This design comes from an exercise in tuning for small area, a short achievable clock period and few clock cycles on the open sky130 flow, not from production work.
The RTL was checked by simulation tests, not by an equivalence proof against the original design.
No activity file was given, so power comes from the tool's default toggle rates.

==> build 1 <==
## par_core
module par_core (
    input  wire         clk,
    input  wire         rst,
    input  wire         cmd_valid,
    output wire         cmd_ready,
    input  wire [7:0]   cmd_op,
    input  wire [7:0]   cmd_k,
    input  wire [7:0]   cmd_e1,
    input  wire [7:0]   cmd_e2,
    input  wire [15:0]  cmd_ncols,
    input  wire         in_valid,
    output wire         in_ready,
    input  wire [63:0] in_data,
    output wire         out_valid,
    input  wire         out_ready,
    output wire [63:0] out_data,
    output wire         done,
    output wire [1:0]   done_status,
    output wire [1:0]   done_result
);
Settings: LEC_CHECK=0, CAP_MARGIN=20, CORE_MARGIN=2, CORE_UTILIZATION=50, PLACE_DENSITY=0.7, SLEW_MARGIN=20; clock period 10.0 ns.
run.sh (not shown) runs the stock make flow with config.mk's settings and CLKGATE_MAP_FILE= SYNTH_SCRIPT=/design/flow/synth_recipe.tcl, a recipe that flattens the netlist after the stock synthesis.
==> build 16: changes against build 1 <==
--- a/flow/config.mk
+++ b/flow/config.mk
@@ -9,4 +9,4 @@
 export CORE_MARGIN = 2
-export CORE_UTILIZATION = 50
-export PLACE_DENSITY = 0.7
+export CORE_UTILIZATION = 30
+export PLACE_DENSITY = 0.5
 export SLEW_MARGIN = 20
==> qor summary <==
Outcome: build 16 timing/DRC/antenna clean; build 1 timing/DRC/antenna clean
LEAKAGE: build 16 13.0 nW; build 1 12.8 nW
Number of clock-tree buffers in the layout: build 16 93; build 1 87
Routed metal-1 wirelength: build 16 45.3 mm; build 1 35.2 mm
Repair and plain buffers: build 16 221; build 1 214
Synthesis-to-layout area growth: build 16 16.2%; build 1 13.0%
Total via count after detailed routing: build 16 25500; build 1 25800
Share of power burned in registers: build 16 33.7%; build 1 35.1%
Final core utilization: build 16 35.1%; build 1 56.9%
Clock insertion delay at the later pin of the skew report: build 16 0.62 ns; build 1 0.64 ns
Post-Route Skew: build 16 0.0255 ns; build 1 0.0402 ns
Max-slew headroom: build 16 24.2%; build 1 28.1%
Highest attainable clock frequency: build 16 271 MHz; build 1 276 MHz
Vias in the first global route: build 16 24100; build 1 24600
Terminating pin of the worst hold path: build 16 t_w2[0]$_DFF_P_; build 1 t_w2[1]$_DFF_P_
Overall Global Routing Usage: build 16 18.1%; build 1 26.2%
Core Box Area: build 16 107000 µm²; build 1 64100 µm²
Initial antenna violation count: build 16 3; build 1 1
Critical path's largest stage delay: build 16 0.63 ns; build 1 0.58 ns
GR Layer Usage met2: build 16 29.7%; build 1 45.1%
Cell total after placement: build 16 4976; build 1 4422
WL final: build 16 102 mm; build 1 88.6 mm
Length of the first detailed-routing pass in iterations: build 16 5; build 1 6
Testbench counts of build 1, summed over its fixed seeds: cycles 116,849.
Testbench counts of build 16, summed over its fixed seeds: cycles 116,849.


==> 12-03 <==
Another version of the RTL of par_core (not shown whole).
==> flow/config.mk <==
export PLATFORM = sky130hd
export DESIGN_NAME = par_core
export DESIGN_NICKNAME = par_core
export VERILOG_FILES = /design/flow/design.v
export SDC_FILE = /design/flow/constraint.sdc
export NUM_CORES = 4
export LEC_CHECK = 0
export CAP_MARGIN = 20
export CORE_MARGIN = 2
export CORE_UTILIZATION = 60
export PLACE_DENSITY = 0.75
export SLEW_MARGIN = 20
==> flow/constraint.sdc <==
create_clock -name core_clock -period 10.0 [get_ports {clk}]
set_input_delay 2.0000 -clock core_clock [delete_from_list [all_inputs] [get_ports {clk}]]
set_output_delay 2.0000 -clock core_clock [all_outputs]
set_load 0.01 [all_outputs]
standard.sh (not shown) runs the stock make flow with config.mk's settings and CLKGATE_MAP_FILE= SYNTH_SCRIPT=/design/flow/synth_recipe.tcl, a recipe that flattens the netlist after the stock synthesis.
==> flow/flow/run.sh <==
#!/bin/bash
# The standard layout (the standard.sh, unchanged synthesis and steps),
# with plain buffers instead of the default delay cells on the ports.
export BUFFER_PORTS_ARGS="-buffer_cell sky130_fd_sc_hd__buf_1"
bash standard.sh > standard.log 2>&1
==> inputs of 05-04, as changes to 12-03 <==
--- a/flow/design.v
+++ b/flow/design.v
@@ -211,52 +211,59 @@
     reg [4:0]   m;            
     reg [7:0]   h;            
     reg         in_rdy;       
     reg         in_nrdy;      
     reg         r_busy;       
     assign in_ready = in_rdy;
     wire fire = in_valid && !in_nrdy;
     wire [4:0] m1 = inc5(m);
-    wire [4:0] m2 = {inc5({1'b0, m[4:1]}) , m[0]};
+    wire [4:0] mh = inc5({1'b0, m[4:1]});
+    wire [4:0] m2 = {mh[3:0], m[0]};
     wire [4:0] m3 = inc5(m2);
     wire       at_lo = a_rec && (m == a_lom1);
     wire       skip1 = at_lo || (a_rec && (m == a_him1));    
     wire       skip2 = at_lo && a_adj;                        
     wire [4:0] next_m = skip2 ? m3 : skip1 ? m2 : m1;
     wire [7:0] h1 = gf2(h);
     wire [7:0] h2 = gf2(h1);
     wire [7:0] next_h = skip2 ? gf2(h2) : skip1 ? h2 : h1;
     wire [7:0] b1 = gf2(b);
     wire [7:0] h_fm = rd0 ? b : rd1 ? b1 : gf2(b1);
     wire colend   = (m == a_lm);
     wire colend2  = (m == a_lm2);           
-    wire lastcol  = (j_nc == 13'd0);
+    reg  dv, t_v;             
+    reg  d_last;              
+    wire nc_pend  = dv && d_last;
+    wire lastcol  = nc_pend ? (j_nc == 13'd1) : (j_nc == 13'd0);
     wire lastword = colend && lastcol;
     reg  c_isp, c_isq;        
     wire [7:0] coef = c_isp ? k0 : c_isq ? b : (h ^ k0);
     wire [63:0] coef_cg;
     gf_pow8 u_cg (.c(coef), .cg(coef_cg));
-    reg  dv, t_v;             
     wire r_release;           
-    wire r_keep = r_busy && !r_release;
-    wire decode   = jv && !jd;
+    reg  rel_d;               
+    wire r_keep = r_busy && !rel_d;
+    reg  dec_r;               
+    wire decode   = dec_r;
     wire bad_take = jd && a_bad && !r_busy && !dv && !t_v;
     wire free_f   = lastword;
     wire go_dec   = decode && !a_rec && !q_bad_std;      
     wire go_rec   = a_start;                              
     wire rdy_nf = go_dec ? !(q_single && r_keep) :
                   go_rec ? !(a_single && r_keep) :
                   (a_valid && !(colend && r_keep));
     wire ce_f   = colend ? a_single : colend2;
     wire rdy_f  = !lastword && !(ce_f && (r_keep || colend));
     always @(posedge clk) begin
         if (rst) begin
             jv      <= 1'b0;
             jd      <= 1'b0;
+            dec_r   <= 1'b0;
+            rel_d   <= 1'b0;
             crdy    <= 1'b1;
             a_valid <= 1'b0;
             a_setup <= 1'b0;
             a_setup2 <= 1'b0;
             a_start <= 1'b0;
             sm_n    <= 5'd0;
             in_rdy  <= 1'b0;
             in_nrdy <= 1'b1;
@@ -265,16 +272,18 @@
             if (!jv) begin
                 jv   <= cmd_valid;
                 crdy <= !cmd_valid;
             end else if (bad_take || (fire && free_f)) begin
                 jv   <= 1'b0;
                 crdy <= 1'b1;
             end
             jd      <= jv && !(bad_take || (fire && free_f));
+            dec_r   <= !jv && cmd_valid;
+            rel_d   <= r_release;
             if (go_dec || go_rec)
                 a_valid <= 1'b1;
             else if (fire && lastword)
                 a_valid <= 1'b0;
             a_setup <= decode && a_rec && !q_bad;
             a_setup2 <= a_setup && rec_ok;
             a_start <= (a_setup2 && sm_n == 5'd0) ||
                        (!a_setup2 && (sm_n != 5'd0) && (sm_n[4:1] == 4'd0 || sm_n == 5'd2));
@@ -283,17 +292,17 @@
             else if (!a_setup2 && sm_n != 5'd0)
                 sm_n <= sm_n[4:1] != 4'd0 ? sm_n - 5'd2 : 5'd0;
             in_rdy  <= fire ? rdy_f : rdy_nf;
             in_nrdy <= fire ? !rdy_f : !rdy_nf;
             r_busy  <= r_keep || (fire && colend && (a_nout != 2'd0));
         end
         if (!jv)
             j_nc <= cmd_ncols[12:0];
-        else if (decode || (fire && colend))
+        else if (decode || nc_pend)
             j_nc <= j_nc ^ {~|j_nc[11:0], ~|j_nc[10:0], ~|j_nc[9:0], ~|j_nc[8:0],
                             ~|j_nc[7:0], ~|j_nc[6:0], ~|j_nc[5:0], ~|j_nc[4:0],
                             ~|j_nc[3:0], ~|j_nc[2:0], ~|j_nc[1:0], ~j_nc[0], 1'b1};
         if (decode) begin
             a_bad    <= q_bad;
             a_lm     <= a_op[1] ? kp1 : km1;             
             a_lm2    <= a_op[1] ? a_k : km2;
             a_single <= q_single;
@@ -360,39 +369,39 @@
             h <= 8'h01;                  
         else if (go_rec || (fire && colend))
             h <= h_fm;
         else if (fire)
             h <= next_h;
     end
     reg [63:0]  D;
     reg [63:0]  d_cg;         
-    reg         d_s0, d_first, d_last, d_lastcol;
+    reg         d_s0, d_first, d_lastcol;
     reg         s_first;      
     always @(posedge clk) begin
         if (rst)
             dv <= 1'b0;
         else
             dv <= fire;
         D         <= in_data;
         d_cg      <= coef_cg;
         d_s0      <= !c_isq;
         d_first   <= s_first;
         d_last    <= colend;
         d_lastcol <= lastcol;
         if (decode || go_rec || fire)
             s_first <= decode || go_rec || colend;
     end
     reg [63:0]  S0, S1;
-    wire [63:0] M;
-    gf_mul8 u_mul (.cg(d_cg), .d(D), .r(M));
+    wire [63:0] prod;
+    gf_mul8 u_mul (.cg(d_cg), .d(D), .r(prod));
     always @(posedge clk) begin
         if (dv) begin
             S0 <= (d_first ? 64'd0 : S0) ^ (d_s0 ? D : 64'd0);
-            S1 <= (d_first ? 64'd0 : S1) ^ M;
+            S1 <= (d_first ? 64'd0 : S1) ^ prod;
         end
     end
     reg         t_lastcol;
     wire        t_chk  = a_chk;
     wire [1:0]  t_nout = a_nout;
     wire [1:0]  t_w1   = a_w1;
     wire [1:0]  t_w2   = a_w2;
     always @(posedge clk) begin
==> flow/config.mk (replaced) <==
export PLATFORM = sky130hd
export DESIGN_NAME = par_core
export DESIGN_NICKNAME = par_core
export VERILOG_FILES = /design/flow/design.v
export SDC_FILE = /design/flow/constraint.sdc
export NUM_CORES = 4
export LEC_CHECK = 0
export CAP_MARGIN = 20
export CORE_MARGIN = 2
export CORE_UTILIZATION = 80
export PLACE_DENSITY = 0.9
export SLEW_MARGIN = 20
==> comparison <==
- 05-04 produced a clean layout. 12-03 went through all stages and came out clean.
- Between 12-03 and 05-04, the lower die area is in 05-04 (gap about 33%, measured against 05-04).
- Against 05-04, the register-to-register slack of 12-03 is worse by 0.13 ns.
- Against 12-03, the maximum frequency of 05-04 is higher by 3.9%.
- Against 05-04, the worst setup slack of 12-03 is lower by 0.13 ns.
Testbench counts of 12-03, summed over its fixed seeds: cycles 116,731.
Testbench counts of 05-04, summed over its fixed seeds: cycles 116,826.

==> re-timing with driven ports <==
Ports are ideal in the flow. The routed layouts listed here were re-timed in OpenROAD. Step 1 (the two cells are an assumption about what drives the block):
set clk [get_ports {clk}]
set_driving_cell -lib_cell sky130_fd_sc_hd__clkbuf_16 $clk
set_driving_cell -lib_cell sky130_fd_sc_hd__buf_2 [delete_from_list [all_inputs] $clk]
Step 2, shift: input delay + t, output delay - t, t = (earliest + latest rising clock arrival at the registers) / 2. This alone moves slack from input paths to output paths. Three values: no drivers, after step 1, after step 2; two values: the first two.
run | t, ns | slack for setup (ns) | clock arrival spread, ns | slew at the worst register clock pin (ns)
build 1 | 0.688 | 6.381 / 6.314 / 5.879 | 0.041 / 0.042 | 0.07 / 0.07
build 16 | 0.679 | 6.306 / 6.237 / 5.854 | 0.027 / 0.026 | 0.06 / 0.06
12-03 | 0.689 | 6.611 / 6.611 / 6.119 | 0.026 / 0.026 | 0.07 / 0.07
05-04 | 0.701 | 6.739 / 6.690 / 6.380 | 0.028 / 0.028 | 0.07 / 0.07
After both steps setup and hold are still met in every run listed. The setup slack of build 1, which loses most, moves by -0.067 ns with the drivers and by -0.502 ns with both steps.
